Source: an optimization exercise on an open RTL-to-GDS flow (aim: small area, a short achievable clock period and few clock cycles per item). Production flows keep margins and buffers that such runs may drop.
In this exercise RTL edits were held to simulation tests only and were not proved equivalent to the original.
Power and IR drop assume default switching activity.

### flow/run.sh
#!/bin/bash
# synth_recipe.tcl (not shown) runs the flow's synth.tcl, then flattens the netlist and writes it again
# the make line also repeats each setting of config.mk as NAME=value (left out here)
make -C /OpenROAD-flow-scripts/flow DESIGN_CONFIG=/design/flow/config.mk WORK_HOME=/design/flow/orfs CLKGATE_MAP_FILE= SYNTH_SCRIPT=/design/flow/synth_recipe.tcl finish
### flow/config.mk
export PLATFORM = sky130hd
export DESIGN_NAME = flow_steer
export DESIGN_NICKNAME = flow_steer
export VERILOG_FILES = /design/flow/design.v
export SDC_FILE = /design/flow/constraint.sdc
export NUM_CORES = 4
export LEC_CHECK = 0
export CAP_MARGIN = 20
export CORE_AREA = 5 5 315 315
export DIE_AREA = 0 0 320 320
export PLACE_DENSITY = 0.45
export SLEW_MARGIN = 20
### flow/design.v
module flow_steer (
    input  wire         clk,
    input  wire         rst,
    input  wire         in_valid,
    output reg          in_ready,
    input  wire [31:0]  in_seed,
    input  wire [4:0]   in_hash_sel,     
    input  wire         in_mode,         
    input  wire [7:0]   in_aff_mask,
    input  wire [7:0]   in_online_mask,
    input  wire         in_tunnel,
    input  wire [23:0]  in_vni,
    input  wire         o_has_mac,
    input  wire [95:0]  o_mac,
    input  wire         o_has_ip,
    input  wire         o_v6,
    input  wire [127:0] o_src,
    input  wire [127:0] o_dst,
    input  wire [7:0]   o_proto,
    input  wire         o_has_ports,
    input  wire [31:0]  o_ports,
    input  wire         o_frag,
    input  wire         i_has_mac,
    input  wire [95:0]  i_mac,
    input  wire         i_has_ip,
    input  wire         i_v6,
    input  wire [127:0] i_src,
    input  wire [127:0] i_dst,
    input  wire [7:0]   i_proto,
    input  wire         i_has_ports,
    input  wire [31:0]  i_ports,
    input  wire         i_frag,
    output reg          out_valid,
    input  wire         out_ready,
    output reg  [31:0]  out_hash,
    output reg  [2:0]   out_region,
    output reg          out_drop
);
    wire        c_inner   = in_hash_sel[3] & in_tunnel;
    wire        c_has_ip  = c_inner ? i_has_ip : o_has_ip;
    wire        c_has_mac = c_inner ? i_has_mac : o_has_mac;
    wire        c_v6      = c_inner ? i_v6 : o_v6;
    wire        c_hports  = c_inner ? (i_has_ports & ~i_frag) : (o_has_ports & ~o_frag);
    wire        c_addr    = c_has_ip & in_hash_sel[0];
    wire        c_a6      = c_addr & c_v6;
    wire        c_a4      = c_addr & ~c_v6;
    wire        c_p       = c_has_ip & in_hash_sel[1];
    wire        c_q       = c_has_ip & in_hash_sel[2] & c_hports;
    wire        c_v       = c_has_ip & in_hash_sel[4] & in_tunnel;
    wire        c_tail    = c_p | c_q | c_v;
    wire        c_ismac   = ~c_has_ip & c_has_mac;
    wire        c_first   = c_addr | c_ismac;    
    wire        c_two     = (c_a4 & c_tail) | c_ismac;           
    wire        c_fetch0  = c_a6 | c_two;        
    wire [7:0]  c_cand0   = in_aff_mask & in_online_mask;
    wire [7:0]  c_cand    = in_mode ? (c_cand0 & (~c_cand0 + 8'd1)) : c_cand0;
    reg         r_inner, r_a6, r_a4, r_ismac, r_first, r_p, r_q, r_v;
    reg  [7:0]  r_cand;
    reg  [31:0] wseed;
    always @(posedge clk) begin
        r_inner <= c_inner;
        r_a6    <= c_a6;
        r_a4    <= c_a4;
        r_ismac <= c_ismac;
        r_first <= c_first;
        r_p     <= c_p;
        r_q     <= c_q;
        r_v     <= c_v;
        r_cand  <= c_cand;
        wseed   <= in_seed;
    end
    reg         known;           
    reg  [4:0]  ph;              
    reg  [5:0]  rem;             
    wire        k_first = ~known | (ph[0] & r_first);
    wire        k_slo   = known & r_a6 & ph[1];
    wire        k_dhi   = known & r_a6 & ph[2];
    wire        k_dlo   = known & r_a6 & ph[3];
    wire        k_mlo   = known & r_ismac & ph[1];
    wire        k_tail  = known & ((r_a6 & ph[4]) | (r_a4 & ph[1]) | (~r_first & ph[0]));
    function [63:0] bswap64;         
        input [63:0] x;
        integer i;
        for (i = 0; i < 8; i = i + 1) bswap64[8*i +: 8] = x[63-8*i -: 8];
    endfunction
    function [31:0] bswap32;
        input [31:0] x;
        integer i;
        for (i = 0; i < 4; i = i + 1) bswap32[8*i +: 8] = x[31-8*i -: 8];
    endfunction
    wire        f_o    = k_first & ~c_inner;
    wire        f_i    = k_first &  c_inner;
    wire        f_o6   = f_o &  o_has_ip &  o_v6;
    wire        f_o4   = f_o &  o_has_ip & ~o_v6;
    wire        f_om   = f_o & ~o_has_ip;
    wire        f_i6   = f_i &  i_has_ip &  i_v6;
    wire        f_i4   = f_i &  i_has_ip & ~i_v6;
    wire        f_im   = f_i & ~i_has_ip;
    wire        ko     = ~r_inner;
    wire        ki     =  r_inner;
    wire        t_o    = k_tail & ko;
    wire        t_i    = k_tail & ki;
    wire        tp7    = r_p & ~r_v & ~r_q;      
    wire        tp3    = r_p & ~r_v &  r_q;      
    wire        tp4    = r_p &  r_v & ~r_q;      
    wire        tp0    = r_p &  r_v &  r_q;      
    wire        tq4    = r_q & ~r_v;             
    wire        tq1    = r_q &  r_v;             
    wire [63:0] f_data =
          ({64{f_o6}}  & bswap64(o_src[127:64]))
        | ({64{f_o4}}  & bswap64({o_src[31:0], o_dst[31:0]}))
        | ({64{f_om}}  & bswap64(o_mac[95:32]))
        | ({64{f_i6}}  & bswap64(i_src[127:64]))
        | ({64{f_i4}}  & bswap64({i_src[31:0], i_dst[31:0]}))
        | ({64{f_im}}  & bswap64(i_mac[95:32]))
        | ({64{k_slo & ko}} & bswap64(o_src[63:0]))
        | ({64{k_slo & ki}} & bswap64(i_src[63:0]))
        | ({64{k_dhi & ko}} & bswap64(o_dst[127:64]))
        | ({64{k_dhi & ki}} & bswap64(i_dst[127:64]))
        | ({64{k_dlo & ko}} & bswap64(o_dst[63:0]))
        | ({64{k_dlo & ki}} & bswap64(i_dst[63:0]))
        | ({64{k_mlo & ko}} & {bswap32(o_mac[31:0]), 32'd0})
        | ({64{k_mlo & ki}} & {bswap32(i_mac[31:0]), 32'd0})
        | ({64{k_tail & r_v}} & {bswap32({8'd0, in_vni}), 32'd0})
        | ({64{t_o & tq4}} & {bswap32(o_ports), 32'd0})
        | ({64{t_i & tq4}} & {bswap32(i_ports), 32'd0})
        | ({64{t_o & tq1}} & {24'd0, bswap32(o_ports), 8'd0})
        | ({64{t_i & tq1}} & {24'd0, bswap32(i_ports), 8'd0})
        | ({64{t_o & tp7}} & {o_proto, 56'd0})
        | ({64{t_i & tp7}} & {i_proto, 56'd0})
        | ({64{t_o & tp4}} & {24'd0, o_proto, 32'd0})
        | ({64{t_i & tp4}} & {24'd0, i_proto, 32'd0})
        | ({64{t_o & tp3}} & {32'd0, o_proto, 24'd0})
        | ({64{t_i & tp3}} & {32'd0, i_proto, 24'd0})
        | ({64{t_o & tp0}} & {56'd0, o_proto})
        | ({64{t_i & tp0}} & {56'd0, i_proto});
    wire [3:0]  tk = {3'd0, r_p} + {1'b0, r_q, 2'b00} + {2'b00, r_v, r_v};
    wire [8:0]  f_off;
    assign f_off[0] = k_first | k_slo | k_dhi | k_dlo | (k_tail & (tk == 4'd8));
    assign f_off[1] = k_tail & (tk == 4'd7);
    assign f_off[2] = 1'b0;
    assign f_off[3] = k_tail & (tk == 4'd5);
    assign f_off[4] = k_mlo | (k_tail & (tk == 4'd4));
    assign f_off[5] = k_tail & (tk == 4'd3);
    assign f_off[6] = 1'b0;
    assign f_off[7] = k_tail & (tk == 4'd1);
    assign f_off[8] = k_tail & (tk == 4'd0);
    reg  [63:0] win;
    reg  [8:0]  woff;
    reg         wv, wfirst, wlast;
    reg  [31:0] c;               
    reg         cdone;
    reg  [7:0]  bcand;
    reg         rv;
    reg  [31:0] rhash;
    reg  [5:0]  rp7;
    reg  [7:0]  rp15;
    reg  [7:0]  rcand;
    wire        take   = out_valid & out_ready;
    wire        r_move = rv & (~out_valid | out_ready);
    wire        c_move = cdone & (~rv | ~out_valid | out_ready);
    wire [31:0] cin = wfirst ? wseed : c;
    reg  [63:0] inj;
    reg  [31:0] ovh;
    integer     oi;
    always @(*) begin
        inj = 64'd0;
        for (oi = 0; oi <= 8; oi = oi + 1)
            if (woff[oi]) inj = inj | ({32'd0, cin} << (8 * oi));
        ovh = ({32{woff[8]}} & cin)
            | ({32{woff[7]}} & {8'd0, cin[31:8]})
            | ({32{woff[5]}} & {24'd0, cin[31:24]});
    end
    wire [63:0] bx = win ^ inj;
    wire [31:0] b_out;
    wire bt64 = bx[18] ^ bx[38];
    wire bt65 = bx[32] ^ bx[55];
    wire bt66 = bx[0] ^ bx[11];
    wire bt67 = bx[33] ^ bx[52];
    wire bt68 = bx[34] ^ bx[57];
    wire bt69 = bx[1] ^ bx[12];
    wire bt70 = bx[13] ^ bx[58];
    wire bt71 = bx[28] ^ bx[47];
    wire bt72 = bx[29] ^ bx[48];
    wire bt73 = bx[14] ^ bx[61];
    wire bt74 = bx[30] ^ bx[35];
    wire bt75 = bx[15] ^ bx[62];
    wire bt76 = bx[31] ^ bx[50];
    wire bt77 = bx[36] ^ bx[45];
    wire bt78 = bx[53] ^ bx[54];
    wire bt79 = bx[27] ^ bx[46];
    wire bt80 = bx[40] ^ bx[49];
    wire bt81 = bx[24] ^ bx[43];
    wire bt82 = bx[25] ^ bx[44];
    wire bt83 = bx[26] ^ bt65;
    wire bt84 = bx[2] ^ bx[60];
    wire bt85 = bx[16] ^ bx[41];
    wire bt86 = bx[21] ^ bx[37];
    wire bt87 = bx[22] ^ bx[59];
    wire bt88 = bx[17] ^ bx[42];
    wire bt89 = bx[4] ^ bx[63];
    wire bt90 = bx[39] ^ bt72;
    wire bt91 = bx[5] ^ bx[10];
    wire bt92 = bx[56] ^ bt64;
    wire bt93 = bx[3] ^ bt73;
    wire bt94 = bx[23] ^ bt69;
    wire bt95 = bx[51] ^ bt70;
    wire bt96 = bx[19] ^ bt68;
    wire bt97 = bt66 ^ bt71;
    wire bt98 = bt67 ^ bt79;
    wire bt99 = bx[7] ^ bt80;
    wire bt100 = bx[20] ^ bt77;
    wire bt101 = bx[8] ^ bt81;
    wire bt102 = bx[9] ^ bt82;
    wire bt103 = bt78 ^ bt85;
    wire bt104 = bx[6] ^ bt74;
    wire bt105 = bt75 ^ bt83;
    wire bt106 = bx[55] ^ bt87;
    wire bt107 = bt86 ^ bt91;
    wire bt108 = bt88 ^ bt90;
    wire bt109 = bx[57] ^ bx[59];
    wire bt110 = bx[16] ^ bt89;
    wire bt111 = bx[23] ^ bt76;
    wire bt112 = bt92 ^ bt97;
    wire bt113 = bt98 ^ bt107;
    wire bt114 = bt64 ^ bt84;
    wire bt115 = bx[24] ^ bx[39];
    wire bt116 = bx[42] ^ bt93;
    wire bt117 = bt84 ^ bt95;
    wire bt118 = bx[12] ^ bx[13];
    wire bt119 = bx[14] ^ bx[34];
    wire bt120 = bx[60] ^ bt102;
    wire bt121 = bt67 ^ bt119;
    wire bt122 = bx[56] ^ bt78;
    wire bt123 = bx[17] ^ bt113;
    wire bt124 = bx[36] ^ bt85;
    wire bt125 = bx[43] ^ bt106;
    wire bt126 = bx[37] ^ bx[58];
    wire bt127 = bx[44] ^ bx[53];
    wire bt128 = bt94 ^ bt104;
    wire bt129 = bx[4] ^ bt74;
    wire bt130 = bx[21] ^ bt81;
    wire bt131 = bx[41] ^ bt70;
    wire bt132 = bx[54] ^ bt100;
    wire bt133 = bx[61] ^ bt94;
    wire bt134 = bt75 ^ bt131;
    wire bt135 = bt99 ^ bt114;
    wire bt136 = bx[1] ^ bx[46];
    wire bt137 = bx[8] ^ bt76;
    wire bt138 = bx[30] ^ bx[62];
    wire bt139 = bx[63] ^ bt136;
    wire bt140 = bx[6] ^ bt110;
    wire bt141 = bx[11] ^ bx[25];
    wire bt142 = bt95 ^ bt111;
    wire bt143 = bt96 ^ bt100;
    wire bt144 = bx[51] ^ bt118;
    wire bt145 = bx[10] ^ bx[15];
    wire bt146 = bx[38] ^ bt87;
    wire bt147 = bt101 ^ bt146;
    wire bt148 = bx[15] ^ bx[22];
    wire bt149 = bx[40] ^ bt83;
    wire bt150 = bx[26] ^ bx[31];
    wire bt151 = bx[47] ^ bt66;
    wire bt152 = bx[58] ^ bt64;
    wire bt153 = bx[29] ^ bt88;
    wire bt154 = bx[41] ^ bt98;
    wire bt155 = bt90 ^ bt112;
    wire bt156 = bt124 ^ bt155;
    wire bt157 = bx[20] ^ bt80;
    wire bt158 = bt87 ^ bt157;
    wire bt159 = bt108 ^ bt126;
    wire bt160 = bx[0] ^ bt109;
    wire bt161 = bx[19] ^ bt132;
    wire bt162 = bt130 ^ bt160;
    wire bt163 = bt133 ^ bt134;
    wire bt164 = bx[5] ^ bt65;
    wire bt165 = bt82 ^ bt86;
    wire bt166 = bt116 ^ bt117;
    wire bt167 = bt138 ^ bt166;
    wire bt168 = bx[9] ^ bx[28];
    wire bt169 = bx[18] ^ bt105;
    wire bt170 = bt140 ^ bt142;
    wire bt171 = bx[0] ^ bt68;
    wire bt172 = bx[14] ^ bx[48];
    wire bt173 = bx[22] ^ bt115;
    wire bt174 = bx[36] ^ bt144;
    wire bt175 = bt89 ^ bt172;
    wire bt176 = bx[17] ^ bx[35];
    wire bt177 = bt68 ^ bt93;
    wire bt178 = bt71 ^ bt72;
    wire bt179 = bx[3] ^ bx[49];
    wire bt180 = bx[50] ^ bt68;
    wire bt181 = bx[61] ^ bt105;
    wire bt182 = bx[27] ^ bt120;
    wire bt183 = bx[7] ^ bt117;
    wire bt184 = bx[27] ^ bx[45];
    wire bt185 = bx[33] ^ bt92;
    wire bt186 = bx[63] ^ bt73;
    wire bt187 = bt103 ^ bt148;
    wire bt188 = bt149 ^ bt185;
    wire bt189 = bt82 ^ bt101;
    wire bt190 = bt150 ^ bt151;
    wire bt191 = bt152 ^ bt190;
    wire bt192 = bx[39] ^ bt66;
    wire bt193 = bt102 ^ bt192;
    wire bt194 = bx[63] ^ bt94;
    wire bt195 = bx[16] ^ bt67;
    wire bt196 = bx[18] ^ bt83;
    wire bt197 = bt74 ^ bt195;
    wire bt198 = bt97 ^ bt153;
    wire bt199 = bt101 ^ bt196;
    wire bt200 = bx[38] ^ bt103;
    wire bt201 = bx[51] ^ bt69;
    wire bt202 = bx[52] ^ bt76;
    wire bt203 = bt104 ^ bt106;
    wire bt204 = bx[10] ^ bx[31];
    wire bt205 = bt108 ^ bt122;
    wire bt206 = bx[2] ^ bt99;
    wire bt207 = bx[3] ^ bt137;
    wire bt208 = bx[12] ^ bx[42];
    wire bt209 = bx[55] ^ bt96;
    wire bt210 = bx[9] ^ bx[35];
    wire bt211 = bt86 ^ bt88;
    wire bt212 = bt89 ^ bt154;
    wire bt213 = bt210 ^ bt211;
    wire bt214 = bx[10] ^ bx[21];
    wire bt215 = bx[13] ^ bt77;
    wire bt216 = bx[59] ^ bt214;
    wire bt217 = bt103 ^ bt121;
    wire bt218 = ovh[0];
    wire bt219 = ovh[1];
    wire bt220 = ovh[2];
    wire bt221 = ovh[3];
    wire bt222 = ovh[4];
    wire bt223 = ovh[5];
    wire bt224 = ovh[6];
    wire bt225 = ovh[7];
    wire bt226 = ovh[8];
    wire bt227 = ovh[9];
    wire bt228 = ovh[10];
    wire bt229 = ovh[11];
    wire bt230 = ovh[12];
    wire bt231 = ovh[13];
    wire bt232 = ovh[14];
    wire bt233 = ovh[15];
    wire bt234 = ovh[16];
    wire bt235 = ovh[17];
    wire bt236 = ovh[18];
    wire bt237 = ovh[19];
    wire bt238 = ovh[20];
    wire bt239 = ovh[21];
    wire bt240 = ovh[22];
    wire bt241 = ovh[23];
    wire bt242 = ovh[24];
    wire bt243 = ovh[25];
    wire bt244 = ovh[26];
    wire bt245 = ovh[27];
    wire bt246 = ovh[28];
    wire bt247 = ovh[29];
    wire bt248 = ovh[30];
    wire bt249 = ovh[31];
  wire bt250 = bt70 ^ bt84;
  wire bt251 = bt96 ^ bt218;
  wire bt252 = bt250 ^ bt125;
  wire bt253 = bt251 ^ bt123;
  wire bt254 = bt252 ^ bt156;
  wire bt255 = bt253 ^ bt254;
  wire bt256 = bx[60] ^ bt127;
  wire bt257 = bt93 ^ bt96;
  wire bt258 = bt219 ^ bt256;
  wire bt259 = bt112 ^ bt128;
  wire bt260 = bt158 ^ bt257;
  wire bt261 = bt258 ^ bt159;
  wire bt262 = bt259 ^ bt260;
  wire bt263 = bt261 ^ bt262;
  wire bt264 = bt76 ^ bt90;
  wire bt265 = bt129 ^ bt220;
  wire bt266 = bt135 ^ bt162;
  wire bt267 = bt264 ^ bt265;
  wire bt268 = bt161 ^ bt163;
  wire bt269 = bt266 ^ bt267;
  wire bt270 = bt268 ^ bt269;
  wire bt271 = bx[19] ^ bt115;
  wire bt272 = bt124 ^ bt137;
  wire bt273 = bt139 ^ bt164;
  wire bt274 = bt165 ^ bt221;
  wire bt275 = bt271 ^ bt158;
  wire bt276 = bt272 ^ bt273;
  wire bt277 = bt274 ^ bt275;
  wire bt278 = bt276 ^ bt167;
  wire bt279 = bt277 ^ bt278;
  wire bt280 = bx[40] ^ bt79;
  wire bt281 = bt91 ^ bt141;
  wire bt282 = bt168 ^ bt90;
  wire bt283 = bt222 ^ bt280;
  wire bt284 = bt281 ^ bt116;
  wire bt285 = bt143 ^ bt282;
  wire bt286 = bt283 ^ bt169;
  wire bt287 = bt170 ^ bt284;
  wire bt288 = bt285 ^ bt286;
  wire bt289 = bt287 ^ bt288;
  wire bt290 = bx[20] ^ bt104;
  wire bt291 = bt171 ^ bt173;
  wire bt292 = bt175 ^ bt223;
  wire bt293 = bt105 ^ bt135;
  wire bt294 = bt174 ^ bt290;
  wire bt295 = bt291 ^ bt292;
  wire bt296 = bt293 ^ bt294;
  wire bt297 = bt295 ^ bt296;
  wire bt298 = bx[8] ^ bt141;
  wire bt299 = bt145 ^ bt176;
  wire bt300 = bt111 ^ bt139;
  wire bt301 = bt178 ^ bt224;
  wire bt302 = bt298 ^ bt299;
  wire bt303 = bt125 ^ bt135;
  wire bt304 = bt177 ^ bt300;
  wire bt305 = bt301 ^ bt302;
  wire bt306 = bt303 ^ bt304;
  wire bt307 = bt305 ^ bt306;
  wire bt308 = bx[23] ^ bx[44];
  wire bt309 = bt168 ^ bt179;
  wire bt310 = bt308 ^ bt129;
  wire bt311 = bt144 ^ bt180;
  wire bt312 = bt225 ^ bt309;
  wire bt313 = bt147 ^ bt310;
  wire bt314 = bt311 ^ bt312;
  wire bt315 = bt123 ^ bt181;
  wire bt316 = bt313 ^ bt314;
  wire bt317 = bt315 ^ bt316;
  wire bt318 = bx[29] ^ bx[35];
  wire bt319 = bx[53] ^ bx[62];
  wire bt320 = bt77 ^ bt91;
  wire bt321 = bt318 ^ bt319;
  wire bt322 = bt121 ^ bt173;
  wire bt323 = bt226 ^ bt320;
  wire bt324 = bt321 ^ bt112;
  wire bt325 = bt322 ^ bt323;
  wire bt326 = bt170 ^ bt182;
  wire bt327 = bt324 ^ bt325;
  wire bt328 = bt326 ^ bt327;
  wire bt329 = bx[25] ^ bx[47];
  wire bt330 = bt184 ^ bt329;
  wire bt331 = bt130 ^ bt186;
  wire bt332 = bt227 ^ bt330;
  wire bt333 = bt128 ^ bt187;
  wire bt334 = bt331 ^ bt332;
  wire bt335 = bt183 ^ bt188;
  wire bt336 = bt333 ^ bt334;
  wire bt337 = bt335 ^ bt336;
  wire bt338 = bx[7] ^ bx[23];
  wire bt339 = bx[29] ^ bx[54];
  wire bt340 = bx[60] ^ bt75;
  wire bt341 = bt338 ^ bt339;
  wire bt342 = bt107 ^ bt228;
  wire bt343 = bt340 ^ bt341;
  wire bt344 = bt116 ^ bt189;
  wire bt345 = bt342 ^ bt343;
  wire bt346 = bt191 ^ bt344;
  wire bt347 = bt345 ^ bt346;
  wire bt348 = bx[19] ^ bx[30];
  wire bt349 = bx[48] ^ bt69;
  wire bt350 = bt184 ^ bt348;
  wire bt351 = bt229 ^ bt349;
  wire bt352 = bt350 ^ bt140;
  wire bt353 = bt147 ^ bt193;
  wire bt354 = bt351 ^ bt181;
  wire bt355 = bt352 ^ bt353;
  wire bt356 = bt354 ^ bt355;
  wire bt357 = bx[41] ^ bx[52];
  wire bt358 = bx[62] ^ bt72;
  wire bt359 = bt86 ^ bt357;
  wire bt360 = bt99 ^ bt102;
  wire bt361 = bt230 ^ bt358;
  wire bt362 = bt359 ^ bt125;
  wire bt363 = bt143 ^ bt194;
  wire bt364 = bt360 ^ bt361;
  wire bt365 = bt191 ^ bt362;
  wire bt366 = bt363 ^ bt364;
  wire bt367 = bt365 ^ bt366;
  wire bt368 = bx[5] ^ bx[49];
  wire bt369 = bt127 ^ bt368;
  wire bt370 = bt100 ^ bt180;
  wire bt371 = bt231 ^ bt369;
  wire bt372 = bt194 ^ bt197;
  wire bt373 = bt198 ^ bt370;
  wire bt374 = bt371 ^ bt199;
  wire bt375 = bt372 ^ bt373;
  wire bt376 = bt374 ^ bt375;
  wire bt377 = bx[45] ^ bx[57];
  wire bt378 = bt91 ^ bt115;
  wire bt379 = bt377 ^ bt97;
  wire bt380 = bt201 ^ bt202;
  wire bt381 = bt232 ^ bt378;
  wire bt382 = bt120 ^ bt200;
  wire bt383 = bt203 ^ bt379;
  wire bt384 = bt380 ^ bt381;
  wire bt385 = bt382 ^ bt383;
  wire bt386 = bt384 ^ bt385;
  wire bt387 = bx[6] ^ bx[46];
  wire bt388 = bx[52] ^ bt77;
  wire bt389 = bt141 ^ bt204;
  wire bt390 = bt387 ^ bt233;
  wire bt391 = bt388 ^ bt389;
  wire bt392 = bt133 ^ bt149;
  wire bt393 = bt390 ^ bt391;
  wire bt394 = bt183 ^ bt205;
  wire bt395 = bt392 ^ bt393;
  wire bt396 = bt394 ^ bt395;
  wire bt397 = bx[11] ^ bx[37];
  wire bt398 = bx[47] ^ bt109;
  wire bt399 = bt118 ^ bt138;
  wire bt400 = bt397 ^ bt93;
  wire bt401 = bt122 ^ bt234;
  wire bt402 = bt398 ^ bt399;
  wire bt403 = bt154 ^ bt206;
  wire bt404 = bt400 ^ bt401;
  wire bt405 = bt402 ^ bt199;
  wire bt406 = bt403 ^ bt404;
  wire bt407 = bt405 ^ bt406;
  wire bt408 = bx[33] ^ bx[38];
  wire bt409 = bt71 ^ bt208;
  wire bt410 = bt408 ^ bt122;
  wire bt411 = bt175 ^ bt235;
  wire bt412 = bt409 ^ bt134;
  wire bt413 = bt207 ^ bt209;
  wire bt414 = bt410 ^ bt411;
  wire bt415 = bt182 ^ bt412;
  wire bt416 = bt413 ^ bt414;
  wire bt417 = bt415 ^ bt416;
  wire bt418 = bx[26] ^ bx[32];
  wire bt419 = bx[49] ^ bx[51];
  wire bt420 = bt73 ^ bt148;
  wire bt421 = bt418 ^ bt419;
  wire bt422 = bt114 ^ bt151;
  wire bt423 = bt236 ^ bt420;
  wire bt424 = bt421 ^ bt213;
  wire bt425 = bt422 ^ bt423;
  wire bt426 = bt161 ^ bt212;
  wire bt427 = bt424 ^ bt425;
  wire bt428 = bt426 ^ bt427;
  wire bt429 = bx[3] ^ bx[20];
  wire bt430 = bx[50] ^ bx[53];
  wire bt431 = bx[56] ^ bt66;
  wire bt432 = bt84 ^ bt109;
  wire bt433 = bt429 ^ bt430;
  wire bt434 = bt153 ^ bt237;
  wire bt435 = bt431 ^ bt432;
  wire bt436 = bt433 ^ bt434;
  wire bt437 = bt435 ^ bt163;
  wire bt438 = bt436 ^ bt437;
  wire bt439 = bx[18] ^ bx[54];
  wire bt440 = bt69 ^ bt439;
  wire bt441 = bt110 ^ bt238;
  wire bt442 = bt440 ^ bt162;
  wire bt443 = bt441 ^ bt442;
  wire bt444 = bt167 ^ bt443;
  wire bt445 = bx[1] ^ bx[33];
  wire bt446 = bt75 ^ bt79;
  wire bt447 = bt89 ^ bt204;
  wire bt448 = bt445 ^ bt165;
  wire bt449 = bt239 ^ bt446;
  wire bt450 = bt447 ^ bt177;
  wire bt451 = bt448 ^ bt449;
  wire bt452 = bt450 ^ bt451;
  wire bt453 = bt156 ^ bt452;
  wire bt454 = bx[42] ^ bx[43];
  wire bt455 = bx[56] ^ bx[60];
  wire bt456 = bt69 ^ bt74;
  wire bt457 = bt80 ^ bt454;
  wire bt458 = bt455 ^ bt215;
  wire bt459 = bt216 ^ bt240;
  wire bt460 = bt456 ^ bt457;
  wire bt461 = bt458 ^ bt459;
  wire bt462 = bt460 ^ bt169;
  wire bt463 = bt212 ^ bt461;
  wire bt464 = bt462 ^ bt463;
  wire bt465 = bx[55] ^ bt127;
  wire bt466 = bt152 ^ bt186;
  wire bt467 = bt202 ^ bt216;
  wire bt468 = bt241 ^ bt465;
  wire bt469 = bt108 ^ bt466;
  wire bt470 = bt467 ^ bt468;
  wire bt471 = bt469 ^ bt470;
  wire bt472 = bx[2] ^ bx[30];
  wire bt473 = bt65 ^ bt75;
  wire bt474 = bt77 ^ bt80;
  wire bt475 = bt472 ^ bt95;
  wire bt476 = bt171 ^ bt178;
  wire bt477 = bt242 ^ bt473;
  wire bt478 = bt474 ^ bt200;
  wire bt479 = bt475 ^ bt476;
  wire bt480 = bt477 ^ bt123;
  wire bt481 = bt478 ^ bt479;
  wire bt482 = bt480 ^ bt481;
  wire bt483 = bx[11] ^ bt71;
  wire bt484 = bt76 ^ bt179;
  wire bt485 = bt92 ^ bt139;
  wire bt486 = bt243 ^ bt483;
  wire bt487 = bt484 ^ bt203;
  wire bt488 = bt217 ^ bt485;
  wire bt489 = bt486 ^ bt159;
  wire bt490 = bt487 ^ bt488;
  wire bt491 = bt489 ^ bt490;
  wire bt492 = bx[11] ^ bx[28];
  wire bt493 = bx[32] ^ bt208;
  wire bt494 = bt492 ^ bt99;
  wire bt495 = bt129 ^ bt244;
  wire bt496 = bt493 ^ bt113;
  wire bt497 = bt142 ^ bt187;
  wire bt498 = bt494 ^ bt495;
  wire bt499 = bt496 ^ bt497;
  wire bt500 = bt498 ^ bt499;
  wire bt501 = bx[6] ^ bt111;
  wire bt502 = bt164 ^ bt245;
  wire bt503 = bt147 ^ bt174;
  wire bt504 = bt198 ^ bt217;
  wire bt505 = bt501 ^ bt502;
  wire bt506 = bt503 ^ bt504;
  wire bt507 = bt505 ^ bt506;
  wire bt508 = bx[7] ^ bx[13];
  wire bt509 = bx[15] ^ bx[18];
  wire bt510 = bx[37] ^ bx[51];
  wire bt511 = bt65 ^ bt81;
  wire bt512 = bt508 ^ bt509;
  wire bt513 = bt510 ^ bt121;
  wire bt514 = bt246 ^ bt511;
  wire bt515 = bt512 ^ bt120;
  wire bt516 = bt128 ^ bt513;
  wire bt517 = bt514 ^ bt205;
  wire bt518 = bt515 ^ bt516;
  wire bt519 = bt517 ^ bt518;
  wire bt520 = bt73 ^ bt78;
  wire bt521 = bt145 ^ bt150;
  wire bt522 = bt92 ^ bt215;
  wire bt523 = bt247 ^ bt520;
  wire bt524 = bt521 ^ bt189;
  wire bt525 = bt197 ^ bt206;
  wire bt526 = bt209 ^ bt522;
  wire bt527 = bt523 ^ bt524;
  wire bt528 = bt525 ^ bt526;
  wire bt529 = bt527 ^ bt528;
  wire bt530 = bx[14] ^ bx[56];
  wire bt531 = bt79 ^ bt126;
  wire bt532 = bt176 ^ bt530;
  wire bt533 = bt103 ^ bt248;
  wire bt534 = bt531 ^ bt532;
  wire bt535 = bt105 ^ bt143;
  wire bt536 = bt193 ^ bt207;
  wire bt537 = bt533 ^ bt534;
  wire bt538 = bt535 ^ bt536;
  wire bt539 = bt537 ^ bt538;
  wire bt540 = bx[58] ^ bt71;
  wire bt541 = bt79 ^ bt109;
  wire bt542 = bt145 ^ bt110;
  wire bt543 = bt201 ^ bt249;
  wire bt544 = bt540 ^ bt541;
  wire bt545 = bt132 ^ bt213;
  wire bt546 = bt542 ^ bt543;
  wire bt547 = bt544 ^ bt188;
  wire bt548 = bt545 ^ bt546;
  wire bt549 = bt547 ^ bt548;
    assign b_out = {bt549, bt539, bt529, bt519, bt507, bt500, bt491, bt482, bt471, bt464, bt453, bt444, bt438, bt428, bt417, bt407, bt396, bt386, bt376, bt367, bt356, bt347, bt337, bt328, bt317, bt307, bt297, bt289, bt279, bt270, bt263, bt255};
    wire [31:0] hh = ~c;
    wire m7_1 = hh[0] ^ hh[3] ^ hh[6];
    wire m7_2 = (hh[0] & hh[3]) | (hh[0] & hh[6]) | (hh[3] & hh[6]);
    wire m7_3 = hh[9] ^ hh[12] ^ hh[15];
    wire m7_4 = (hh[9] & hh[12]) | (hh[9] & hh[15]) | (hh[12] & hh[15]);
    wire m7_5 = hh[18] ^ hh[21] ^ hh[24];
    wire m7_6 = (hh[18] & hh[21]) | (hh[18] & hh[24]) | (hh[21] & hh[24]);
    wire m7_7 = hh[1] ^ hh[4] ^ hh[7];
    wire m7_8 = (hh[1] & hh[4]) | (hh[1] & hh[7]) | (hh[4] & hh[7]);
    wire m7_9 = hh[10] ^ hh[13] ^ hh[16];
    wire m7_10 = (hh[10] & hh[13]) | (hh[10] & hh[16]) | (hh[13] & hh[16]);
    wire m7_11 = hh[19] ^ hh[22] ^ hh[25];
    wire m7_12 = (hh[19] & hh[22]) | (hh[19] & hh[25]) | (hh[22] & hh[25]);
    wire m7_13 = hh[2] ^ hh[5] ^ hh[8];
    wire m7_14 = (hh[2] & hh[5]) | (hh[2] & hh[8]) | (hh[5] & hh[8]);
    wire m7_15 = hh[11] ^ hh[14] ^ hh[17];
    wire m7_16 = (hh[11] & hh[14]) | (hh[11] & hh[17]) | (hh[14] & hh[17]);
    wire m7_17 = hh[20] ^ hh[23] ^ hh[26];
    wire m7_18 = (hh[20] & hh[23]) | (hh[20] & hh[26]) | (hh[23] & hh[26]);
    wire m7_19 = m7_1 ^ m7_3 ^ m7_5;
    wire m7_20 = (m7_1 & m7_3) | (m7_1 & m7_5) | (m7_3 & m7_5);
    wire m7_21 = hh[27] ^ hh[30] ^ m7_14;
    wire m7_22 = (hh[27] & hh[30]) | (hh[27] & m7_14) | (hh[30] & m7_14);
    wire m7_23 = m7_2 ^ m7_4 ^ m7_6;
    wire m7_24 = (m7_2 & m7_4) | (m7_2 & m7_6) | (m7_4 & m7_6);
    wire m7_25 = m7_7 ^ m7_9 ^ m7_11;
    wire m7_26 = (m7_7 & m7_9) | (m7_7 & m7_11) | (m7_9 & m7_11);
    wire m7_27 = m7_8 ^ m7_10 ^ m7_12;
    wire m7_28 = (m7_8 & m7_10) | (m7_8 & m7_12) | (m7_10 & m7_12);
    wire m7_29 = m7_13 ^ m7_15 ^ m7_17;
    wire m7_30 = (m7_13 & m7_15) | (m7_13 & m7_17) | (m7_15 & m7_17);
    wire m7_31 = m7_19 ^ m7_21 ^ m7_16;
    wire m7_32 = (m7_19 & m7_21) | (m7_19 & m7_16) | (m7_21 & m7_16);
    wire m7_33 = m7_18 ^ m7_28 ^ m7_30;
    wire m7_34 = (m7_18 & m7_28) | (m7_18 & m7_30) | (m7_28 & m7_30);
    wire m7_35 = m7_20 ^ m7_22 ^ m7_23;
    wire m7_36 = (m7_20 & m7_22) | (m7_20 & m7_23) | (m7_22 & m7_23);
    wire m7_37 = m7_25 ^ hh[28] ^ hh[31];
    wire m7_38 = (m7_25 & hh[28]) | (m7_25 & hh[31]) | (hh[28] & hh[31]);
    wire m7_39 = m7_24 ^ m7_26 ^ m7_27;
    wire m7_40 = (m7_24 & m7_26) | (m7_24 & m7_27) | (m7_26 & m7_27);
    wire m7_41 = m7_31 ^ m7_33 ^ m7_40;
    wire m7_42 = (m7_31 & m7_33) | (m7_31 & m7_40) | (m7_33 & m7_40);
    wire m7_43 = m7_32 ^ m7_34 ^ m7_35;
    wire m7_44 = (m7_32 & m7_34) | (m7_32 & m7_35) | (m7_34 & m7_35);
    wire m7_45 = m7_36 ^ m7_38 ^ m7_39;
    wire m7_46 = (m7_36 & m7_38) | (m7_36 & m7_39) | (m7_38 & m7_39);
    wire m7_47 = m7_42 ^ m7_43 ^ m7_37;
    wire m7_48 = (m7_42 & m7_43) | (m7_42 & m7_37) | (m7_43 & m7_37);
    wire m7_49 = m7_44 ^ m7_45 ^ m7_29;
    wire m7_50 = (m7_44 & m7_45) | (m7_44 & m7_29) | (m7_45 & m7_29);
    wire m7_51 = m7_41 ^ m7_46 ^ m7_50;
    wire m7_52 = (m7_41 & m7_46) | (m7_41 & m7_50) | (m7_46 & m7_50);
    wire m7_53 = m7_48 ^ m7_49 ^ hh[29];
    wire m7_54 = (m7_48 & m7_49) | (m7_48 & hh[29]) | (m7_49 & hh[29]);
    wire m15_1 = hh[0] ^ hh[4] ^ hh[8];
    wire m15_2 = (hh[0] & hh[4]) | (hh[0] & hh[8]) | (hh[4] & hh[8]);
    wire m15_3 = hh[12] ^ hh[16] ^ hh[20];
    wire m15_4 = (hh[12] & hh[16]) | (hh[12] & hh[20]) | (hh[16] & hh[20]);
    wire m15_5 = hh[1] ^ hh[5] ^ hh[9];
    wire m15_6 = (hh[1] & hh[5]) | (hh[1] & hh[9]) | (hh[5] & hh[9]);
    wire m15_7 = hh[13] ^ hh[17] ^ hh[21];
    wire m15_8 = (hh[13] & hh[17]) | (hh[13] & hh[21]) | (hh[17] & hh[21]);
    wire m15_9 = hh[2] ^ hh[6] ^ hh[10];
    wire m15_10 = (hh[2] & hh[6]) | (hh[2] & hh[10]) | (hh[6] & hh[10]);
    wire m15_11 = hh[14] ^ hh[18] ^ hh[22];
    wire m15_12 = (hh[14] & hh[18]) | (hh[14] & hh[22]) | (hh[18] & hh[22]);
    wire m15_13 = hh[3] ^ hh[7] ^ hh[11];
    wire m15_14 = (hh[3] & hh[7]) | (hh[3] & hh[11]) | (hh[7] & hh[11]);
    wire m15_15 = hh[15] ^ hh[19] ^ hh[23];
    wire m15_16 = (hh[15] & hh[19]) | (hh[15] & hh[23]) | (hh[19] & hh[23]);
    wire m15_17 = m15_1 ^ m15_3 ^ hh[24];
    wire m15_18 = (m15_1 & m15_3) | (m15_1 & hh[24]) | (m15_3 & hh[24]);
    wire m15_19 = hh[28] ^ m15_14 ^ m15_16;
    wire m15_20 = (hh[28] & m15_14) | (hh[28] & m15_16) | (m15_14 & m15_16);
    wire m15_21 = m15_2 ^ m15_4 ^ m15_5;
    wire m15_22 = (m15_2 & m15_4) | (m15_2 & m15_5) | (m15_4 & m15_5);
    wire m15_23 = m15_7 ^ hh[25] ^ hh[29];
    wire m15_24 = (m15_7 & hh[25]) | (m15_7 & hh[29]) | (hh[25] & hh[29]);
    wire m15_25 = m15_6 ^ m15_8 ^ m15_9;
    wire m15_26 = (m15_6 & m15_8) | (m15_6 & m15_9) | (m15_8 & m15_9);
    wire m15_27 = m15_11 ^ hh[26] ^ hh[30];
    wire m15_28 = (m15_11 & hh[26]) | (m15_11 & hh[30]) | (hh[26] & hh[30]);
    wire m15_29 = m15_10 ^ m15_12 ^ m15_13;
    wire m15_30 = (m15_10 & m15_12) | (m15_10 & m15_13) | (m15_12 & m15_13);
    wire m15_31 = m15_15 ^ hh[27] ^ hh[31];
    wire m15_32 = (m15_15 & hh[27]) | (m15_15 & hh[31]) | (hh[27] & hh[31]);
    wire m15_33 = m15_17 ^ m15_19 ^ m15_30;
    wire m15_34 = (m15_17 & m15_19) | (m15_17 & m15_30) | (m15_19 & m15_30);
    wire m15_35 = m15_18 ^ m15_20 ^ m15_21;
    wire m15_36 = (m15_18 & m15_20) | (m15_18 & m15_21) | (m15_20 & m15_21);
    wire m15_37 = m15_22 ^ m15_24 ^ m15_25;
    wire m15_38 = (m15_22 & m15_24) | (m15_22 & m15_25) | (m15_24 & m15_25);
    wire m15_39 = m15_26 ^ m15_28 ^ m15_29;
    wire m15_40 = (m15_26 & m15_28) | (m15_26 & m15_29) | (m15_28 & m15_29);
    wire m15_41 = m15_33 ^ m15_32 ^ m15_40;
    wire m15_42 = (m15_33 & m15_32) | (m15_33 & m15_40) | (m15_32 & m15_40);
    wire m15_43 = m15_34 ^ m15_35 ^ m15_23;
    wire m15_44 = (m15_34 & m15_35) | (m15_34 & m15_23) | (m15_35 & m15_23);
    wire m15_45 = m15_36 ^ m15_37 ^ m15_27;
    wire m15_46 = (m15_36 & m15_37) | (m15_36 & m15_27) | (m15_37 & m15_27);
    wire m15_47 = m15_38 ^ m15_39 ^ m15_31;
    wire m15_48 = (m15_38 & m15_39) | (m15_38 & m15_31) | (m15_39 & m15_31);
    wire [2:0] x7 = {m7_53, m7_52, m7_51};
    wire [2:0] y7 = {1'b0, m7_47, m7_54};
    wire [3:0] x15 = {m15_46, m15_44, m15_42, m15_41};
    wire [3:0] y15 = {m15_47, m15_45, m15_43, m15_48};
    wire [3:0]  s7  = {1'b0, rp7[5:3]} + {1'b0, rp7[2:0]};
    wire [4:0]  s15 = {1'b0, rp15[7:4]} + {1'b0, rp15[3:0]};
    reg  [6:0]  o7;              
    reg  [4:0]  o5;              
    reg  [2:0]  o3;              
    always @(*) begin
        case (s7)
            4'd0: o7 = 7'b0000001;
            4'd1: o7 = 7'b0000010;
            4'd2: o7 = 7'b0000100;
            4'd3: o7 = 7'b0001000;
            4'd4: o7 = 7'b0010000;
            4'd5: o7 = 7'b0100000;
            4'd6: o7 = 7'b1000000;
            4'd7: o7 = 7'b0000001;
            4'd8: o7 = 7'b0000010;
            4'd9: o7 = 7'b0000100;
            4'd10: o7 = 7'b0001000;
            4'd11: o7 = 7'b0010000;
            4'd12: o7 = 7'b0100000;
            4'd13: o7 = 7'b1000000;
            4'd14: o7 = 7'b0000001;
            default: o7 = 7'b0000001;
        endcase
        case (s15)
            5'd0: begin o5 = 5'b00001; o3 = 3'b001; end
            5'd1: begin o5 = 5'b00010; o3 = 3'b010; end
            5'd2: begin o5 = 5'b00100; o3 = 3'b100; end
            5'd3: begin o5 = 5'b01000; o3 = 3'b001; end
            5'd4: begin o5 = 5'b10000; o3 = 3'b010; end
            5'd5: begin o5 = 5'b00001; o3 = 3'b100; end
            5'd6: begin o5 = 5'b00010; o3 = 3'b001; end
            5'd7: begin o5 = 5'b00100; o3 = 3'b010; end
            5'd8: begin o5 = 5'b01000; o3 = 3'b100; end
            5'd9: begin o5 = 5'b10000; o3 = 3'b001; end
            5'd10: begin o5 = 5'b00001; o3 = 3'b010; end
            5'd11: begin o5 = 5'b00010; o3 = 3'b100; end
            5'd12: begin o5 = 5'b00100; o3 = 3'b001; end
            5'd13: begin o5 = 5'b01000; o3 = 3'b010; end
            5'd14: begin o5 = 5'b10000; o3 = 3'b100; end
            5'd15: begin o5 = 5'b00001; o3 = 3'b001; end
            5'd16: begin o5 = 5'b00010; o3 = 3'b010; end
            5'd17: begin o5 = 5'b00100; o3 = 3'b100; end
            5'd18: begin o5 = 5'b01000; o3 = 3'b001; end
            5'd19: begin o5 = 5'b10000; o3 = 3'b010; end
            5'd20: begin o5 = 5'b00001; o3 = 3'b100; end
            5'd21: begin o5 = 5'b00010; o3 = 3'b001; end
            5'd22: begin o5 = 5'b00100; o3 = 3'b010; end
            5'd23: begin o5 = 5'b01000; o3 = 3'b100; end
            5'd24: begin o5 = 5'b10000; o3 = 3'b001; end
            5'd25: begin o5 = 5'b00001; o3 = 3'b010; end
            5'd26: begin o5 = 5'b00010; o3 = 3'b100; end
            5'd27: begin o5 = 5'b00100; o3 = 3'b001; end
            5'd28: begin o5 = 5'b01000; o3 = 3'b010; end
            5'd29: begin o5 = 5'b10000; o3 = 3'b100; end
            5'd30: begin o5 = 5'b00001; o3 = 3'b001; end
            default: begin o5 = 5'b00001; o3 = 3'b001; end
        endcase
    end
    reg  [8:0]  rn;
    wire [7:0]  kh;
    wire        h0 = rhash[0];
    wire [7:0]  k2 = {6'd0, h0, ~h0};
    wire [7:0]  k4 = 8'd1 << rhash[1:0];
    wire [7:0]  k8 = 8'd1 << rhash[2:0];
    wire [7:0]  k6 = {2'b00,
                      o3[2] &  h0,       
                      o3[1] & ~h0,       
                      o3[0] &  h0,       
                      o3[2] & ~h0,       
                      o3[1] &  h0,       
                      o3[0] & ~h0};      
    assign kh = ({8{rn[0] | rn[1]}} & 8'd1)
              | ({8{rn[2]}} & k2)
              | ({8{rn[3]}} & {5'd0, o3})
              | ({8{rn[4]}} & k4)
              | ({8{rn[5]}} & {3'd0, o5})
              | ({8{rn[6]}} & k6)
              | ({8{rn[7]}} & {1'b0, o7})
              | ({8{rn[8]}} & k8);
    reg  [2:0]  pick;
    reg  [2:0]  cnt;
    reg  [7:0]  match;
    integer     j;
    always @(*) begin
        cnt   = 3'd0;
        match = 8'd0;
        for (j = 0; j < 8; j = j + 1) begin
            match[j] = rcand[j] & kh[cnt];
            cnt = cnt + {2'd0, rcand[j]};
        end
        pick = {match[4] | match[5] | match[6] | match[7],
                match[2] | match[3] | match[6] | match[7],
                match[1] | match[3] | match[5] | match[7]};
    end
    reg  [3:0]  bn;
    reg  [8:0]  bn_oh;
    always @(*) begin
        bn = 4'd0;
        for (j = 0; j < 8; j = j + 1) bn = bn + {3'd0, bcand[j]};
        bn_oh = 9'd1 << bn;
    end
    function [2:0] wc_next;      
        input wv_, wlast_, cdone_, rv_, ov_;
        reg   rm, cm;
        begin
            rm = rv_ & ~ov_;
            cm = cdone_ & (~rv_ | rm);
            wc_next = {wv_ ? wlast_ : (cdone_ & ~cm), cm | (rv_ & ~rm), rm | ov_};
        end
    endfunction
    wire [2:0]  nx   = wc_next(wv, wlast, cdone, rv, out_valid);
    wire        safe = ~nx[2] | ~nx[1] | ~nx[0];
    wire        fetch    = in_valid & safe &
                           (known ? (~rem[0] & (~rem[1] | in_ready)) : c_fetch0);
    wire        is_last  = known & rem[1];
    wire        acc      = in_valid & in_ready;
    reg  [5:0]  rem_n;
    always @(*) begin
        if (known)
            rem_n = fetch ? {1'b0, rem[5:1]} : rem;
        else if (c_a6)
            rem_n = c_tail ? (fetch ? 6'b010000 : 6'b100000)
                           : (fetch ? 6'b001000 : 6'b010000);
        else if (c_two)
            rem_n = fetch ? 6'b000010 : 6'b000100;
        else
            rem_n = 6'b000010;
    end
    wire [4:0]  ph_n = known ? (fetch ? {ph[3:0], 1'b0} : ph)
                             : (fetch ? 5'b00010 : 5'b00001);
    wire [2:0]  nx2  = wc_next(fetch, is_last, nx[2], nx[1], nx[0]);
    wire        safe2 = ~nx2[2] | ~nx2[1] | ~nx2[0];
    always @(posedge clk) begin
        win    <= f_data;
        woff   <= f_off;
        wfirst <= ~known | ph[0];
        wlast  <= is_last;
        if (wv) begin
            c <= b_out;
            if (wfirst) bcand <= r_cand;
        end
        if (c_move) begin
            rhash <= hh;
            rp7   <= {x7, y7};
            rp15  <= {x15, y15};
            rcand <= bcand;
            rn    <= bn_oh;
        end
        if (r_move) begin
            out_hash   <= rhash;
            out_region <= pick;
            out_drop   <= (rcand == 8'd0);
        end
    end
    always @(posedge clk) begin
        if (rst) begin
            known     <= 1'b0;
            ph        <= 5'b00001;
            rem       <= 6'b000001;
            in_ready  <= 1'b0;
            wv        <= 1'b0;
            cdone     <= 1'b0;
            rv        <= 1'b0;
            out_valid <= 1'b0;
        end else begin
            known     <= in_valid & ~acc;
            ph        <= (in_valid & ~acc) ? ph_n : 5'b00001;
            rem       <= rem_n;
            in_ready  <= in_valid & ~acc & rem_n[1] & safe2;
            wv        <= fetch;
            cdone     <= wv ? wlast : (cdone & ~c_move);
            rv        <= c_move | (rv & ~r_move);
            out_valid <= r_move | (out_valid & ~take);
        end
    end
endmodule
### flow/constraint.sdc
create_clock -name core_clock -period 10.0 [get_ports {clk}]
set_input_delay 2.0000 -clock core_clock [delete_from_list [all_inputs] [get_ports {clk}]]
set_output_delay 2.0000 -clock core_clock [all_outputs]
set_load 0.01 [all_outputs]
==> impl_metrics.tcl, run 1 <==
set metrics [dict create \
    finalNonFillerCells 4654 \
    area_growth_pct 55.2 \
    synth.area.mux_share_pct 6.10 \
    synthCells 2385 \
    status "finished clean" \
    clk_pin_slew_ns 0.06 \
    dr.pass1.iters 10 \
    powerDensity_nw_per_um2 300 \
    cts_buffers 37 \
    post-cts-setup-buffers 0 \
    port_buffers 914 \
    startpoint_type "flop" \
    fillerInstances 9673 \
    relSlewSlack_pct 17.5 \
    switching_share_pct 45.3 \
    total_power_mw 10.5 \
    synth.distinct_cells 72 \
    synthAdderAreaFrac_pct 6.87 \
    drtIter0Drc 4564 \
    hold_class "flop to flop" \
    synthSimpleGateAreaFrac_pct 9.58 \
    first_global_vias 26300 \
    maxCapViolCount 0 \
    place_hpwl_mm 188 \
    min_period_ns 5.32 \
    grtUsageTotal_pct 40.2 \
    grt_pass1_wl_mm 274 \
    ys_warn_count 1 \
    synth_top_family_by_area "compound AO/OA/AOI/OAI gates" \
    fin_hold_ws_ns 0.403 \
    finClkSkew_ns 0.0243 \
    post-route-period-util_pct 53.2 \
    start_util_pct 23.8 \
    synth_edf_count 138 \
    critPathKind "flop to flop" \
    rsz0062_at_grt "no" \
    ys.flop_type "edfxtp_1" \
    cp_data_arrival_time_ns 5.61 \
    vias 26900 \
    wire_per_inst_um 46.6 \
    dieArea_um2 102000 \
    seq_power_share_pct 19.8 \
    dieWidth_um 320 \
    layout-drive-gt1-share_pct 7.11 \
    holdBufCountCts 0 \
    max_freq_ghz 0.188 \
    clock_path_buffers 3 \
    finalSetupViolCount 0 \
    antenna_found_initial 122 \
    rows 113 \
    p_int_mw 5.77 \
    clock_latency_ns 0.57 \
    cts_root_buf "clkbuf_16" \
    cts_tree "built" \
    crit_required_ns 10.29 \
    post_cts_resized 0 \
    ys_seq_elements 276 \
    synthXorXnorAreaFrac_pct 21.3 \
    total_leakage_power_nw 12.7 \
    tightest_slew_ns 1.23 \
    grt_overflow 0 \
    dpl.cell_count 4517 \
    mostFrequentLayoutCell "clkdlybuf4s50_1" \
    viasPerCell 5.77 \
    cp-end-kind "flop" \
    ys_seq_area_share_pct 30.5 \
    dieHeight_um 320 \
    synth.avg_cell_area_um2 9.50 \
    netlist_area_um2 22700 \
    peakVddDrop_mv 0.717 \
    pwr-share-clk_pct 13.8 \
    final_max_slew_viol_count 0 \
    comb_power_share_pct 66.4 \
    layout.cells.most_common_list "912 x clkdlybuf4s50_1, 390 x xnor2_1, 219 x a22oi_1, 194 x nand2_1, 138 x edfxtp_1" \
    final_hold_viol_count 0 \
    synthArstFlopShare_pct 0 \
    fin_util_pct 37.0 \
    routabilityCongestion 1.12 \
    totalWireLength_mm 217 \
    drc 0 \
    synth_nets 3351 \
    synth_compound_area_share_pct 21.4 \
    critical_path.max_fanout 44 \
    grt_max_degree 63 \
    setup-tns-final_ns 0 \
    htreeDepth 2 \
    ios 915 \
    core_area_um2 95200 \
    ant_nets 0 \
    p_sw_mw 4.77 \
    clock_sinks 276 \
    layout.nets 4257 \
]
cell families (layout without fill, tap and decap cells):
family,Yosys count,in the layout
AOI/OAI and AO/OA,630,630
xor gates and xnor gates,527,527
and+or+nand+nor,478,478
DFF,276,276
buffers and inverters,255,1190
muxes,130,130
adders and majority gates,89,89
other,0,69
synth_stat cells (4+ instances only):
library cell  count  share of area [%]
a2111oi_0         9               0.35
a21o_1            7               0.23
a21oi_1          72                1.6
a221o_1          17               0.75
a221oi_1         77                3.0
a222oi_1        105                4.6
a22oi_1         219                7.3
and2_1            8               0.22
and3_1           11               0.30
buf_1            15               0.25
clkbuf_1        110                1.8
dfxtp_1         138                 12
edfxtp_1        138                 18
fa_1             59                5.2
ha_1             30                1.7
inv_1           124                2.1
mux2_2           23                1.1
mux2i_1         101                4.5
nand2_1         195                3.2
nand2b_1          8               0.22
nand3_1          86                1.9
nand4_1          36               0.99
nor2_1           91                1.5
nor2b_1           8               0.22
nor3_1           13               0.29
o211a_1           5               0.22
o211ai_1         12               0.40
o21a_1            4               0.13
o21ai_0          39               0.86
o21ai_1          11               0.24
o221ai_1          5               0.19
o22ai_1          19               0.52
or2_2             5               0.14
xnor2_1         396                 15
xnor2_2          14                1.0
xor2_1          110                4.3
power by group through the flow:
| stage | logic (mW) | clock network [mW] | registers [mW] |
|---|---|---|---|
| after global routing | 7.48 | 1.53 | 2.08 |
| after detailed placement | 6.97 | 0 | 2.11 |
| final | 7.00 | 1.46 | 2.08 |
| after floorplan | 4.41 | 0 | 1.96 |
| after CTS | 7.01 | 1.48 | 2.09 |
| after global placement | 6.97 | 0 | 2.11 |
stage by stage:
step,area (um^2),setup WS (ns)
after global routing,35100,4.84
final,35200,4.68
after detailed placement,33700,4.66
after global placement,33600,4.65
after CTS,35000,4.96
after floorplan,22700,2.82
registers in the layout, indices dropped and copies added, names as in the netlist, 9 cells and up:
register	count
rn	9
c	32
win	64
wseed	32
rhash	32
out_hash	32
metal layers:
metal	GRT usage (%)	part of all wire [%]	vias to the layer above
li1	-	-	10800
met1	53.2	41	13600
met2	56.7	41	1997
met3	17.1	13	344
met4	18.5	5.1	52
met5	0	0.15	-
path summary, 6_finish.rpt:
check | depth (start not counted) | startpoint | slack (ns) | end
hold / removal | 0 | r_cand[0] | 0.40 | bcand[0]
setup reg to reg | 10 | wfirst | 4.68 | c[22]
setup / recovery | 10 | wfirst | 4.68 | c[22]
hold reg to reg | 0 | r_cand[0] | 0.40 | bcand[0]
critical path, stage by stage, from the launching register on:
cell and delay [ns]:
dfxtp_1 0.30, buf_4 0.30, o21ai_1 1.00, a222oi_1 0.21
xnor2_1 0.34, xnor2_1 0.94, xnor2_1 0.27, xor2_1 0.83
xnor2_1 0.20, xnor2_1 0.45, xnor2_1 0.13
layout make-up:
cell class,count,area [um^2],area share (%)
diodes,69,173,0.491
clock buffers,43,1010,2.87
clock inverters,25,323,0.918
inverters,125,469,1.33
multi-input cells,1854,14900,42.5
flip-flops and latches,276,6910,19.6
well taps,1265,1580,4.50
repair buffers,997,9760,27.8
Testbench counts, summed over its fixed seeds: cycles 8,214, items 3,200.
==> inputs of run 2 (changes only) <==
--- a/flow/design.v
+++ b/flow/design.v
@@ -55,6 +55,7 @@
     wire [7:0]  c_cand0   = in_aff_mask & in_online_mask;
     wire [7:0]  c_cand    = in_mode ? (c_cand0 & (~c_cand0 + 8'd1)) : c_cand0;
     reg         r_inner, r_a6, r_a4, r_ismac, r_first, r_p, r_q, r_v;
+    reg         r_a6t, r_two, r_one;
     reg  [7:0]  r_cand;
     reg  [31:0] wseed;
     always @(posedge clk) begin
@@ -67,11 +68,13 @@
         r_q     <= c_q;
         r_v     <= c_v;
         r_cand  <= c_cand;
+        r_a6t   <= c_a6 & c_tail;
+        r_two   <= c_two;
+        r_one   <= ~c_a6 & ~c_two;
         wseed   <= in_seed;
     end
     reg         known;           
     reg  [4:0]  ph;              
-    reg  [5:0]  rem;             
     wire        k_first = ~known | (ph[0] & r_first);
     wire        k_slo   = known & r_a6 & ph[1];
     wire        k_dhi   = known & r_a6 & ph[2];
@@ -146,7 +149,7 @@
     assign f_off[7] = k_tail & (tk == 4'd1);
     assign f_off[8] = k_tail & (tk == 4'd0);
     reg  [63:0] win;
-    reg  [8:0]  woff;
+    reg  [8:0]  woff, wsoff;
     reg         wv, wfirst, wlast;
     reg  [31:0] c;               
     reg         cdone;
@@ -159,17 +162,17 @@
     wire        take   = out_valid & out_ready;
     wire        r_move = rv & (~out_valid | out_ready);
     wire        c_move = cdone & (~rv | ~out_valid | out_ready);
-    wire [31:0] cin = wfirst ? wseed : c;
     reg  [63:0] inj;
     reg  [31:0] ovh;
     integer     oi;
     always @(*) begin
         inj = 64'd0;
         for (oi = 0; oi <= 8; oi = oi + 1)
-            if (woff[oi]) inj = inj | ({32'd0, cin} << (8 * oi));
-        ovh = ({32{woff[8]}} & cin)
-            | ({32{woff[7]}} & {8'd0, cin[31:8]})
-            | ({32{woff[5]}} & {24'd0, cin[31:24]});
+            inj = inj | ({64{woff[oi]}}  & ({32'd0, c} << (8 * oi)))
+                      | ({64{wsoff[oi]}} & ({32'd0, wseed} << (8 * oi)));
+        ovh = ({32{woff[8]}} & c) | ({32{wsoff[8]}} & wseed)
+            | ({32{woff[7]}} & {8'd0, c[31:8]}) | ({32{wsoff[7]}} & {8'd0, wseed[31:8]})
+            | ({32{woff[5]}} & {24'd0, c[31:24]}) | ({32{wsoff[5]}} & {24'd0, wseed[31:24]});
     end
     wire [63:0] bx = win ^ inj;
     wire [31:0] b_out;
@@ -847,28 +850,25 @@
               | ({8{rn[6]}} & k6)
               | ({8{rn[7]}} & {1'b0, o7})
               | ({8{rn[8]}} & k8);
-    reg  [2:0]  pick;
-    reg  [2:0]  cnt;
-    reg  [7:0]  match;
+    wire [2:0]  pc1 = {2'd0, rcand[0]};
+    wire [2:0]  pc2 = {1'b0, rcand[0] & rcand[1], rcand[0] ^ rcand[1]};
+    wire [2:0]  pc3 = {2'd0, rcand[0]} + {2'd0, rcand[1]} + {2'd0, rcand[2]};
+    wire [2:0]  pc4 = pc2 + {1'b0, rcand[2] & rcand[3], rcand[2] ^ rcand[3]};
+    wire [2:0]  pc5 = pc4 + {2'd0, rcand[4]};
+    wire [2:0]  pc6 = pc4 + {1'b0, rcand[4] & rcand[5], rcand[4] ^ rcand[5]};
+    wire [2:0]  pc7 = pc4 + {2'd0, rcand[4]} + {2'd0, rcand[5]} + {2'd0, rcand[6]};
+    wire [7:0]  match = rcand & {kh[pc7], kh[pc6], kh[pc5], kh[pc4],
+                                 kh[pc3], kh[pc2], kh[pc1], kh[0]};
+    wire [2:0]  pick = {match[4] | match[5] | match[6] | match[7],
+                        match[2] | match[3] | match[6] | match[7],
+                        match[1] | match[3] | match[5] | match[7]};
     integer     j;
-    always @(*) begin
-        cnt   = 3'd0;
-        match = 8'd0;
-        for (j = 0; j < 8; j = j + 1) begin
-            match[j] = rcand[j] & kh[cnt];
-            cnt = cnt + {2'd0, rcand[j]};
-        end
-        pick = {match[4] | match[5] | match[6] | match[7],
-                match[2] | match[3] | match[6] | match[7],
-                match[1] | match[3] | match[5] | match[7]};
-    end
-    reg  [3:0]  bn;
-    reg  [8:0]  bn_oh;
-    always @(*) begin
-        bn = 4'd0;
-        for (j = 0; j < 8; j = j + 1) bn = bn + {3'd0, bcand[j]};
-        bn_oh = 9'd1 << bn;
-    end
+    wire [1:0]  bq0 = {1'b0, bcand[0]} + {1'b0, bcand[1]};
+    wire [1:0]  bq1 = {1'b0, bcand[2]} + {1'b0, bcand[3]};
+    wire [1:0]  bq2 = {1'b0, bcand[4]} + {1'b0, bcand[5]};
+    wire [1:0]  bq3 = {1'b0, bcand[6]} + {1'b0, bcand[7]};
+    wire [3:0]  bcn = ({2'b00, bq0} + {2'b00, bq1}) + ({2'b00, bq2} + {2'b00, bq3});
+    wire [8:0]  bn_oh = 9'd1 << bcn;
     function [2:0] wc_next;      
         input wv_, wlast_, cdone_, rv_, ov_;
         reg   rm, cm;
@@ -880,29 +880,23 @@
     endfunction
     wire [2:0]  nx   = wc_next(wv, wlast, cdone, rv, out_valid);
     wire        safe = ~nx[2] | ~nx[1] | ~nx[0];
-    wire        fetch    = in_valid & safe &
-                           (known ? (~rem[0] & (~rem[1] | in_ready)) : c_fetch0);
-    wire        is_last  = known & rem[1];
+    wire        rem1 = (r_a6 & r_a6t & ph[4]) | (r_a6 & ~r_a6t & ph[3]) |
+                       (r_two & ph[1]) | (r_one & ph[0]);
+    wire        rem2 = (r_a6 & r_a6t & ph[3]) | (r_a6 & ~r_a6t & ph[2]) |
+                       (r_two & ph[0]);
+    wire        fetch    = in_valid & safe & (known ? (~rem1 | in_ready) : c_fetch0);
+    wire        is_last  = known & rem1;
     wire        acc      = in_valid & in_ready;
-    reg  [5:0]  rem_n;
-    always @(*) begin
-        if (known)
-            rem_n = fetch ? {1'b0, rem[5:1]} : rem;
-        else if (c_a6)
-            rem_n = c_tail ? (fetch ? 6'b010000 : 6'b100000)
-                           : (fetch ? 6'b001000 : 6'b010000);
-        else if (c_two)
-            rem_n = fetch ? 6'b000010 : 6'b000100;
-        else
-            rem_n = 6'b000010;
-    end
+    wire        rem1_n   = known ? ((rem1 & ~fetch) | (rem2 & fetch))
+                                 : (~c_a6 & ~c_two) | (c_two & fetch);
     wire [4:0]  ph_n = known ? (fetch ? {ph[3:0], 1'b0} : ph)
                              : (fetch ? 5'b00010 : 5'b00001);
     wire [2:0]  nx2  = wc_next(fetch, is_last, nx[2], nx[1], nx[0]);
     wire        safe2 = ~nx2[2] | ~nx2[1] | ~nx2[0];
     always @(posedge clk) begin
         win    <= f_data;
-        woff   <= f_off;
+        woff   <= (known & ~ph[0]) ? f_off : 9'd0;
+        wsoff  <= (known & ~ph[0]) ? 9'd0 : f_off;
         wfirst <= ~known | ph[0];
         wlast  <= is_last;
         if (wv) begin
@@ -926,7 +920,6 @@
         if (rst) begin
             known     <= 1'b0;
             ph        <= 5'b00001;
-            rem       <= 6'b000001;
             in_ready  <= 1'b0;
             wv        <= 1'b0;
             cdone     <= 1'b0;
@@ -935,8 +928,7 @@
         end else begin
             known     <= in_valid & ~acc;
             ph        <= (in_valid & ~acc) ? ph_n : 5'b00001;
-            rem       <= rem_n;
-            in_ready  <= in_valid & ~acc & rem_n[1] & safe2;
+            in_ready  <= in_valid & ~acc & rem1_n & safe2;
             wv        <= fetch;
             cdone     <= wv ? wlast : (cdone & ~c_move);
             rv        <= c_move | (rv & ~r_move);
==> flow/flow/run.sh (new file) <==
#!/bin/bash
# The standard layout (the standard.sh: ORFS synthesis to finish), with the
# port buffers that global placement inserts made of the smallest buffer cell
# instead of the cell the resizer picks by default. Every port still gets its
# own buffer. make's full output goes to flow.log in this folder.
set -euo pipefail
export BUFFER_PORTS_ARGS="-buffer_cell sky130_fd_sc_hd__buf_1"
bash standard.sh > flow.log 2>&1
==> flow/standard.sh (new file) <==
#!/bin/bash
# synth_recipe.tcl (not shown) runs the flow's synth.tcl, then flattens the netlist and writes it again
# the make line also repeats each setting of config.mk as NAME=value (left out here)
make -C /OpenROAD-flow-scripts/flow DESIGN_CONFIG=/design/flow/config.mk WORK_HOME=/design/flow/orfs CLKGATE_MAP_FILE= SYNTH_SCRIPT=/design/flow/synth_recipe.tcl "${@:-finish}"
removed: flow/run.sh
==> run 2 against run 1 <==
Net effect: still clean on timing, DRC and antenna; clock-buffer cell count increased by 8; setup slack improved by 0.88 ns; clock skew decreased by 0.0054 ns; sequential share of layout area increased by 2.7 points; critical path depth decreased by 1; flip-flop and latch count increased by 4; die area unchanged; global-route usage increased by 2.1 points; maximum frequency increased by 20%; power about the same; first-iteration DRC count increased by 13%; critical path type unchanged; critical endpoint is now win[17]; largest cell class unchanged; highest routed layer unchanged.
==> impl_metrics.tcl, run 2 <==
set metrics [dict create \
    status "finished clean" \
    clock_latency_ns 0.57 \
    ys_seq_elements 280 \
    r2r_end "win[17]" \
    finClkSkew_ns 0.0189 \
    netlist_area_um2 24900 \
    dieWidth_um 320 \
    first_global_vias 26900 \
    layout.cells.most_common_list "912 x buf_1, 357 x a22oi_1, 310 x xnor2_1, 165 x nand3_1" \
    routabilityCongestion 1.08 \
    layout-drive-gt1-share_pct 8.79 \
    synth_top_area_share_pct 16.6 \
    start_util_pct 26.2 \
    synth_nets 3526 \
    dr.pass1.iters 9 \
    startpoint_type "flop" \
    layout.nets 4349 \
    holdBufCountCts 0 \
    rows 113 \
    crit_required_ns 10.41 \
    grt_pass1_wl_mm 287 \
    area_growth_pct 25.6 \
    setup-tns-final_ns 0 \
    synthArstFlopShare_pct 0 \
    cts_root_buf "clkbuf_16" \
    totalWireLength_mm 229 \
    synth.distinct_cells 75 \
    synth_area_leaders "edfxtp_1 17%, dfxtp_1 11%, xnor2_1 11%, a22oi_1 11%, fa_1 4.9%" \
    p_int_mw 5.61 \
    powerDensity_nw_per_um2 337 \
    ys_seq_area_share_pct 28.0 \
    ys_warn_count 1 \
    cp_num_buf_inv 3 \
    synth.avg_cell_area_um2 9.74 \
    post_cts_resized 0 \
    cts_tree "built" \
    min_period_ns 4.44 \
    whs_endpoint "bcand[1]" \
    htreeDepth 2 \
    mostFrequentLayoutCell "buf_1" \
    place_hpwl_mm 198 \
    rsz0062_at_grt "no" \
    largest-register "win" \
    switching_share_pct 46.8 \
    synth_edf_count 138 \
    cp-end-kind "flop" \
    tightest_slew_ns 1.19 \
    max_stage_delay_ns 0.98 \
    critPathTopFamily "compound AO/OA/AOI/OAI gates" \
    final_max_slew_viol_count 0 \
    largest_register_ffs 64 \
    synth_top_family_by_area "compound AO/OA/AOI/OAI gates" \
    synthXorXnorAreaFrac_pct 23.0 \
    clock_path_buffers 3 \
    peakVddDrop_mv 0.324 \
    synthSimpleGateAreaFrac_pct 8.61 \
    cts_buffers 37 \
    slowest_stage "a22oi_1" \
    vias 29300 \
    antenna_found_initial 180 \
    finalSetupViolCount 0 \
    pwr-share-clk_pct 13.9 \
    synth_top_area_cell "edfxtp_1" \
    final_hold_viol_count 0 \
    clk_pin_slew_ns 0.06 \
    grt_overflow 0 \
    hold_class "flop to flop" \
    clock_sinks 280 \
    pre_cts_slack_ns 5.52 \
    cp_data_arrival_time_ns 4.85 \
    post-route-period-util_pct 44.4 \
]
==> run 2: layout make-up <==
type                       instances  share of cell area [%]
clock buffer                      51                    3.42
inverter                         122                    1.46
sequential                       280                    22.3
multi-input combinational       1977                    53.7
clock inverter                    17                   0.823
timing repair buffer             965                    12.2
tap                             1265                    5.06
antenna                          124                   0.991
==> run 2: cells by family (layout without fill, tap and decap cells) <==
| group | count (synthesis) | in the layout |
|---|---|---|
| AO/OA/AOI/OAI | 778 | 778 |
| XOR/XNOR | 525 | 525 |
| AND/OR/NAND/NOR | 461 | 461 |
| buffers and inverters | 303 | 1155 |
| flip-flops | 280 | 280 |
| multiplexers | 124 | 124 |
| adder cells (fa/ha/maj) | 89 | 89 |
| other | 0 | 124 |
==> run 2: per-stage QoR <==
step,total power [mW],cells,hold slack (ns)
2_1_floorplan,6.68,2560,0.386
3_3_place_gp,8.97,4609,0.388
3_5_place_dp,8.99,4609,0.389
4_1_cts,10.5,4677,0.400
5_1_grt,11.1,4742,0.408
6_report,10.5,4801,0.401
==> run 2: how the worst max path moves through the flow <==
stage / from / endpoint / slack (ns) / depth (start not counted)
4_1_cts: c[4] / rp7[5] / 5.79 / 11
2_1_floorplan: out_ready / rcand[0] / 2.82 / 2
3_5_place_dp: in_tunnel / win[59] / 5.52 / 12
6_report: r_inner / win[17] / 5.56 / 9
5_1_grt: c[4] / rp7[5] / 5.61 / 11
3_3_place_gp: in_hash_sel[3] / win[23] / 5.63 / 9
==> run 2: layer usage <==
metal	GRT usage, %	routed length (um)
met1	54.2	88900
met2	58.8	93300
met3	17.6	30300
met4	26.3	16400
met5	0	289
==> run 2: power groups by stage <==
stage / sequential (mW) / clock [mW] / combinational [mW]
2_1_floorplan: 1.99 / 0 / 4.69
3_3_place_gp: 2.26 / 0 / 6.72
3_5_place_dp: 2.25 / 0 / 6.74
4_1_cts: 2.23 / 1.48 / 6.74
5_1_grt: 2.25 / 1.53 / 7.30
6_report: 2.26 / 1.47 / 6.81
Testbench counts of run 2, summed over its fixed seeds: cycles 8,214, items 3,200.

Setup slack of run 2, layout unchanged: 5.558 ns with ideal ports, 5.558 ns with driving cells assumed (clock clkbuf_16, inputs buf_2), 5.383 ns with port delays also shifted by the 0.629 ns mid clock arrival.
